What follows belongs to an exercise in optimizing a design on an open flow for small area, a short achievable clock period and few clock cycles per item; a production flow would make more cautious choices.
At most, simulation tests tie the RTL to the original design; equivalence was not proved.
Power figures rest on the tool's default switching activity, not on a simulated workload.

==> branch raven <==
## kg9_decunit
module kg9_decunit (
    input  wire         clk,
    input  wire         rst,
    input  wire         start,
    input  wire [2:0]   op,
    input  wire [127:0] a,
    input  wire [127:0] b,
    input  wire [13:0]  imm,
    output wire         ready,
    output reg          done,
    output wire [127:0] res,
    output wire [127:0] rem,
    output wire         z,
    output wire         n,
    output reg          dv,
    output reg          exc_data,
    output reg          exc_div
);
    localparam OP_ADDP = 3'd0, OP_SUBP = 3'd1, OP_MULP = 3'd2,
               OP_DIVP = 3'd3, OP_CMPP = 3'd4, OP_SHRP = 3'd5;
    localparam S_IDLE = 3'd0, S_EXEC = 3'd1, S_MUL = 3'd2, S_DIV = 3'd3,
               S_SHL  = 3'd4, S_SHR  = 3'd5, S_SHF = 3'd6, S_NEG = 3'd7;
    reg [2:0]   state;
    reg [2:0]   op_r;
    reg [123:0] x1;
    reg [127:0] x2;
    reg [123:0] x3;
    reg [3:0]   asn, bsn;    
  ...
Settings: LEC_CHECK=0, ABC_AREA=1, CAP_MARGIN=40, CORE_MARGIN=2, CORE_UTILIZATION=30, SLEW_MARGIN=40; clock period 50.0 ns.
run.sh (not shown) runs the stock make flow with config.mk's settings and CLKGATE_MAP_FILE= SYNTH_SCRIPT=/design/flow/synth_recipe.tcl, a recipe that flattens the netlist after the stock synthesis.
==> inputs of branch maple, as changes to branch raven <==
--- a/flow/design.v
+++ b/flow/design.v
@@ -1,46 +1,55 @@
 module kg9_bcd_addsub (
     input  wire [127:0] x,
     input  wire [127:0] y,
     input  wire         sub,
     input  wire         cin,
     output wire [127:0] s,
-    output wire         co
+    output wire         co,
+    output wire         zlo,
+    output wire         zall
 );
     localparam N = 32;
-    wire [N-1:0]   g, p;
-    wire [4*N-1:0] v;
+    wire [N-1:0]   g, p, za, zt;
+    wire [4*N-1:0] d0, d1;
     genvar i;
     generate
         for (i = 0; i < N; i = i + 1) begin : g_dig
             wire [3:0] xd = x[4*i +: 4];
             wire [3:0] yd = y[4*i +: 4];
             wire [3:0] yb;
             assign yb[0] = yd[0] ^ sub;
             assign yb[1] = ~yd[1];
             assign yb[2] = ~(yd[2] ^ (yd[1] & ~sub));
             assign yb[3] = sub ? ~yd[3] : (yd[3] | yd[2] | yd[1]);
             wire [4:0] t = xd + yb;
+            wire [3:0] v = t[3:0];
             assign g[i] = t[4];
-            assign p[i] = &t[3:0];
-            assign v[4*i +: 4] = t[3:0];
+            assign p[i] = &v;
+            assign d0[4*i +: 4] = t[4] ? v : v - 4'd6;
+            assign d1[4*i +: 4] = (t[4] | (&v)) ? v + 4'd1 : v - 4'd5;
+            assign za[i] = ~t[4] & (v == 4'd6);
+            assign zt[i] = t[4] & (v == 4'd0);
         end
     endgenerate
     wire [N-1:0] gg, pp;
     kg9_prefix #(.N(N)) u_pre (.g(g), .p(p), .go(gg), .po(pp));
     assign co = gg[N-1] | (pp[N-1] & cin);
+    wire [N-1:0] zc;
     generate
         for (i = 0; i < N; i = i + 1) begin : g_out
-            wire c  = (i == 0) ? cin : (gg[i-1] | (pp[i-1] & cin));
-            wire cd = g[i] | (p[i] & c);
-            wire [3:0] w = v[4*i +: 4] + c;
-            assign s[4*i +: 4] = cd ? w : (w + 4'd10);
+            wire c = (i == 0) ? cin : (gg[i-1] | (pp[i-1] & cin));
+            assign s[4*i +: 4] = c ? d1[4*i +: 4] : d0[4*i +: 4];
+            wire cp = (i == 0) ? cin : ~za[i-1];
+            assign zc[i] = cp ? p[i] : (za[i] | zt[i]);
         end
     endgenerate
+    assign zlo  = &zc[N-2:0];
+    assign zall = &zc;
 endmodule
 module kg9_prefix #(parameter N = 32) (
     input  wire [N-1:0] g,
     input  wire [N-1:0] p,
     output wire [N-1:0] go,
     output wire [N-1:0] po
 );
     localparam L = (N <= 2) ? 1 : (N <= 4) ? 2 : (N <= 8) ? 3 : (N <= 16) ? 4 : (N <= 32) ? 5 : 6;
@@ -150,29 +159,27 @@
     reg [4:0]   nreal;       
     reg         cur_real;    
     reg         lost;        
     reg         ovf;         
     reg         sflag;       
     reg         remneg;      
     reg         resq;        
     reg         iscmp;       
+    reg         zzn;         
+    reg         zsg;         
+    reg         remz;        
+    reg         qnz;         
     wire sa = (asn == 4'hD);
     wire sb = (bsn == 4'hD);
-    wire nz_x1   = |x1;
-    wire nz_x2lo = |x2[123:0];
-    wire nz_x2hi = |x2[127:124];
-    wire nz_lo   = resq ? nz_x1 : nz_x2lo;                  
-    wire nz_all  = resq ? nz_x1 : (nz_x2lo | nz_x2hi | dv);  
-    wire nz_zn   = iscmp ? nz_all : nz_lo;
     assign ready = (state == S_IDLE);
-    assign res   = {resq ? x1 : x2[123:0], (sflag & nz_all) ? 4'hD : 4'hC};
-    assign rem   = {x2[123:0], (remneg & nz_x2lo) ? 4'hD : 4'hC};
-    assign z     = !nz_zn;
-    assign n     = sflag & nz_zn;
+    assign res   = {resq ? x1 : x2[123:0], (sflag & !zsg) ? 4'hD : 4'hC};
+    assign rem   = {x2[123:0], (remneg & !remz) ? 4'hD : 4'hC};
+    assign z     = zzn;
+    assign n     = sflag & !zzn;
     function automatic digits_ok(input [123:0] v);
         integer k;
         begin
             digits_ok = 1'b1;
             for (k = 0; k < 31; k = k + 1)
                 if (v[4*k+3] & (v[4*k+2] | v[4*k+1])) digits_ok = 1'b0;
         end
     endfunction
@@ -180,49 +187,50 @@
     wire b_ok = digits_ok(x3) && (bsn == 4'hC || bsn == 4'hD || bsn == 4'hF);
     wire bad  = !b_ok || (op_r != OP_SHRP && !a_ok);
     wire x3_nz = |x3;
     wire [127:0] m1 = {4'd0, x3};
     wire [127:0] m2, m4, m5;
     kg9_bcd_x2 #(.N(32)) u_m2 (.x(m1), .y(m2));
     kg9_bcd_x2 #(.N(32)) u_m4 (.x(m2), .y(m4));
     kg9_bcd_x5 #(.N(32)) u_m5 (.x(m1), .y(m5));
+    wire ge1 = (x2 >= m1);
     wire ge2 = (x2 >= m2);
     wire ge4 = (x2 >= m4);
     wire ge5 = (x2 >= m5);
     wire [3:0] mul_sel = {md == 4'd5 || md == 4'd6 || md == 4'd7 || md == 4'd9,
                           md == 4'd4 || md == 4'd8,
                           md == 4'd2 || md == 4'd3,
                           md == 4'd1};
     wire [3:0] md_next = (md == 4'd8 || md == 4'd9) ? 4'd4 :
                          (md == 4'd7) ? 4'd2 :
                          (md == 4'd3 || md == 4'd6) ? 4'd1 : 4'd0;
-    wire [3:0] div_sel = ge5 ? 4'b1000 : ge4 ? 4'b0100 : ge2 ? 4'b0010 : 4'b0001;
-    wire [3:0] div_m   = ge5 ? 4'd5 : ge4 ? 4'd4 : 4'd2;
-    wire       div_try = !ge2;                  
-    wire       div_fin = div_try || (ge4 && !ge5);
+    wire [3:0] div_sel = ge5 ? 4'b1000 : ge4 ? 4'b0100 : ge2 ? 4'b0010 :
+                         ge1 ? 4'b0001 : 4'b0000;
+    wire [3:0] div_m   = ge5 ? 4'd5 : ge4 ? 4'd4 : ge2 ? 4'd2 : ge1 ? 4'd1 : 4'd0;
+    wire       div_fin = !ge2 || (ge4 && !ge5);
+    wire [3:0] div_q   = qacc + div_m;
     wire is_mul  = (op_r == OP_MULP);
     wire is_div  = (op_r == OP_DIVP);
     wire is_shrp = (op_r == OP_SHRP);
     wire is_neg  = (state == S_NEG);
     wire eff_sub = sa ^ sb ^ (op_r == OP_SUBP || op_r == OP_CMPP);
+    wire zero_x  = is_neg || (state == S_SHF) ||
+                   (state == S_EXEC && (is_mul || is_shrp));
     wire [3:0] sel = is_mul ? mul_sel : (is_div ? div_sel : {3'd0, !is_neg});
     wire [127:0] opy = ({128{sel[0]}} & m1) | ({128{sel[1]}} & m2) |
                        ({128{sel[2]}} & m4) | ({128{sel[3]}} & m5) |
                        ({128{is_neg}} & x2);
-    wire [127:0] opx = is_neg ? 128'd0 : x2;
+    wire [127:0] opx = zero_x ? 128'd0 : x2;
     wire asub   = is_div | is_neg | (!is_mul && !is_shrp && eff_sub);
     wire rnd_up = is_shrp && sh[5] && (({1'b0, drop} + {1'b0, rnd}) >= 5'd10);
     wire [127:0] sum;
-    wire         aco;
+    wire         aco, zlo, zall;
     kg9_bcd_addsub u_add (.x(opx), .y(opy), .sub(asub), .cin(asub | rnd_up),
-                          .s(sum), .co(aco));
-    wire         div_pos = !div_try || aco;
-    wire [127:0] div_r   = div_pos ? sum : x2;
-    wire [3:0]   div_q   = qacc + (div_try ? {3'd0, aco} : div_m);
+                          .s(sum), .co(aco), .zlo(zlo), .zall(zall));
     reg [4:0] lead_n;     
     reg [3:0] lead_d;     
     integer k;
     always @(*) begin
         lead_n = 5'd0;
         lead_d = 4'd0;
         for (k = 0; k < 31; k = k + 1)
             if (x1[4*k +: 4] != 4'd0) begin
@@ -252,50 +260,54 @@
     wire shf_go  = (state == S_SHF) || (exec_ok && is_shrp && sh == 6'd0);
     wire mul_ov  = ovf | (sum[127:124] != 4'd0) | (lost & (md != 4'd0));
     always @(posedge clk) begin
         if (rst) begin
             state <= S_IDLE;
             done  <= 1'b0;
         end else begin
             done <= 1'b0;
-            if (state == S_IDLE && start) begin
+            if (state == S_IDLE) begin
                 op_r  <= op;
                 x1    <= a[127:4];
+                x2    <= {4'd0, a[127:4]};
                 x3    <= b[127:4];
-                x2    <= (op == OP_ADDP || op == OP_SUBP || op == OP_CMPP) ?
-                         {4'd0, a[127:4]} : 128'd0;
                 asn   <= a[3:0];
                 bsn   <= b[3:0];
                 scale <= imm[4:0];
                 sh    <= imm[13:8];
                 rnd   <= imm[3:0];
                 cnt   <= imm[13] ? (~imm[12:8] + 5'd1) : imm[12:8];
                 md    <= a[7:4];
                 qacc  <= 4'd0;
+                qnz   <= 1'b0;
                 lost  <= 1'b0;
                 ovf   <= 1'b0;
                 drop  <= 4'd0;
-                dv    <= 1'b0;
                 resq  <= (op == OP_DIVP);
                 iscmp <= (op == OP_CMPP);
-                state <= S_EXEC;
+                if (start) begin
+                    dv    <= 1'b0;
+                    state <= S_EXEC;
+                end
             end
             if (state == S_EXEC) begin
                 exc_data <= 1'b0;
                 exc_div  <= 1'b0;
                 remneg   <= sa;
                 if (bad) begin
                     exc_data <= 1'b1;
                     done     <= 1'b1;
                     state    <= S_IDLE;
                 end else begin
                     case (op_r)
                         OP_ADDP, OP_SUBP, OP_CMPP: begin
-                            x2 <= sum;
+                            x2  <= sum;
+                            zzn <= iscmp ? zall : zlo;
+                            zsg <= zall;
                             if (eff_sub) begin
                                 sflag <= aco ? sa : !sa;
                                 if (!aco && !iscmp) begin
                                     state <= S_NEG;    
                                 end else begin
                                     done  <= 1'b1;
                                     state <= S_IDLE;
                                 end
@@ -312,16 +324,20 @@
                         end
                         OP_DIVP: begin
                             sflag <= sa ^ sb;
                             if (!x3_nz) begin
                                 exc_div <= 1'b1;
                                 done    <= 1'b1;
                                 state   <= S_IDLE;
                             end else if (lead_n == 5'd0) begin
+                                x2    <= 128'd0;
+                                zzn   <= 1'b1;
+                                zsg   <= 1'b1;
+                                remz  <= 1'b1;
                                 done  <= 1'b1;
                                 state <= S_IDLE;
                             end else begin
                                 x2       <= {124'd0, lead_d};
                                 la       <= lead_n;
                                 nreal    <= lead_n - 5'd1;
                                 cur_real <= 1'b1;
                                 nstep    <= {1'b0, lead_n} + {1'b0, scale} - 6'd1;
@@ -329,54 +345,62 @@
                             end
                         end
                         default: sflag <= sb;    
                     endcase
                 end
             end
             if (state == S_NEG) begin
                 x2    <= sum;
+                zzn   <= zlo;
+                zsg   <= zall;
                 done  <= 1'b1;
                 state <= S_IDLE;
             end
             if (mul_go) begin
                 x2  <= {4'd0, sum[123:0]};
                 ovf <= mul_ov;
                 if (md_next == 4'd0) begin
                     x1   <= {4'd0, x1[123:4]};
                     x3   <= {x3[119:0], 4'd0};
                     lost <= lost | (x3[123:120] != 4'd0);
                     md   <= x1[7:4];
                     if (x1[123:4] == 120'd0) begin
                         dv    <= mul_ov;
+                        zzn   <= zlo;
+                        zsg   <= zlo & !mul_ov;
                         done  <= 1'b1;
                         state <= S_IDLE;
                     end
                 end else begin
                     md <= md_next;
                 end
             end
             if (state == S_DIV) begin
                 if (div_fin) begin
                     x1    <= x1_qn;
                     ovf   <= div_ov;
                     qacc  <= 4'd0;
+                    qnz   <= qnz | (div_q != 4'd0);
                     nstep <= nstep - 6'd1;
                     nreal <= (nreal != 5'd0) ? nreal - 5'd1 : 5'd0;
                     cur_real <= (nreal != 5'd0);
                     if (div_ov) begin
                         exc_div <= 1'b1;
                         done    <= 1'b1;
                         state   <= S_IDLE;
                     end else if (nstep == 6'd0) begin
-                        x2    <= div_r;
+                        x2    <= sum;
+                        zzn   <= !(qnz | (div_q != 4'd0));
+                        zsg   <= !(qnz | (div_q != 4'd0));
+                        remz  <= zall;
                         done  <= 1'b1;
                         state <= S_IDLE;
                     end else begin
-                        x2 <= {div_r[123:0], d_in};
+                        x2 <= {sum[123:0], d_in};
                     end
                 end else begin
                     x2   <= sum;
                     qacc <= div_q;
                 end
             end
             if (shl_go) begin
                 x3    <= {x3[119:0], 4'd0};
@@ -388,14 +412,16 @@
                 x3    <= {4'd0, x3[123:4]};
                 drop  <= x3[3:0];
                 cnt   <= cnt - 5'd1;
                 state <= (cnt == 5'd1) ? S_SHF : S_SHR;
             end
             if (shf_go) begin
                 x2    <= sum;
                 dv    <= lost;
+                zzn   <= zlo;
+                zsg   <= zlo & !lost;
                 done  <= 1'b1;
                 state <= S_IDLE;
             end
         end
     end
 endmodule
==> inputs of branch zinc, as changes to branch raven <==
Settings changed: CAP_MARGIN 40 to 75, SLEW_MARGIN 40 to 75.
==> summary.txt <==
Min-Delay Path Depth: branch maple 1; branch zinc 2; branch raven 2
Antenna fix cells: branch maple 5; branch zinc 12; branch raven 24
FF+latch area: branch maple 13440 um^2; branch zinc 13320 um^2; branch raven 13320 um^2
Sequential cell fraction of total power: branch maple 19.8%; branch zinc 20.4%; branch raven 22.5%
Post-route design area: branch maple 77020 um^2; branch zinc 80880 um^2; branch raven 74800 um^2
Netlist area before placement: branch maple 67620 um^2; branch zinc 65830 um^2; branch raven 65830 um^2
Area share of xor/xnor cells in the synthesized design: branch maple 4.091%; branch zinc 3.883%; branch raven 3.883%
Total clock buffers created by CTS: branch maple 60; branch zinc 59; branch raven 58
Run status: branch maple finished clean; branch zinc finished clean; branch raven finished clean
Total internal power: branch maple 1.280 mW; branch zinc 1.243 mW; branch raven 1.169 mW
Std cell rows: branch maple 174; branch zinc 171; branch raven 171
Endpoint of the worst hold path: branch maple remz; branch zinc x1[60]; branch raven x1[92]
Startpoint of the worst hold path: branch maple remz; branch zinc x1[56]; branch raven x1[88]
Overall Global Routing Usage: branch maple 28.74%; branch zinc 29.62%; branch raven 29.33%
Fraction of post-synthesis cell area in the top cell type by area: branch maple 19.76%; branch zinc 20.12%; branch raven 20.12%
Clock tree skew after final layout: branch maple 0.03454 ns; branch zinc 0.05086 ns; branch raven 0.03117 ns
Placed cells: branch maple 13121; branch zinc 13388; branch raven 13049
Flop and latch count out of synthesis: branch maple 449; branch zinc 445; branch raven 445
Core area: branch maple 224500 um^2; branch zinc 217600 um^2; branch raven 217600 um^2
Multi-input gate area in the final layout: branch maple 46710 um^2; branch zinc 47320 um^2; branch raven 44830 um^2
Clock transition at the registers of the reported paths: branch maple 0.06 ns; branch zinc 0.08 ns; branch raven 0.07 ns
Tap cell count: branch maple 2992; branch zinc 2854; branch raven 2854
Met1 usage: branch maple 40.21%; branch zinc 37.28%; branch raven 36.72%
Non-clock inverter count: branch maple 1345; branch zinc 1336; branch raven 1336
Vias post-DR: branch maple 75271; branch zinc 77581; branch raven 75538
Testbench counts of branch raven, summed over its fixed seeds: cycles 15,239, ops 2,400.
Testbench counts of branch zinc, summed over its fixed seeds: cycles 15,239, ops 2,400.
Function not checked in branch maple: the RTL went through the layout flow alone.

## port drivers added, routing unchanged
No port has a modelled driver above. Below, the same layouts with a new extraction and two added sets of constraints.
Step 1 (the two cells are an assumption about what drives the block):
set clk [get_ports {clk}]
set_driving_cell -lib_cell sky130_fd_sc_hd__clkbuf_16 $clk
set_driving_cell -lib_cell sky130_fd_sc_hd__buf_2 [delete_from_list [all_inputs] $clk]
Step 2, shift: input delay + t, output delay - t, t = (earliest + latest rising clock arrival at the registers) / 2. This alone moves slack from input paths to output paths.
Three values: no drivers, after step 1, after step 2; two values: the first two.
run	t, ns	setup WS [ns]	pins driven straight from the clock port
branch raven	0.817	34.951 / 34.860 / 35.491	1
branch maple	0.841	36.680 / 36.579 / 36.853	1
branch zinc	0.793	35.427 / 35.339 / 36.133	1
After both steps setup and hold are still met in every run listed.
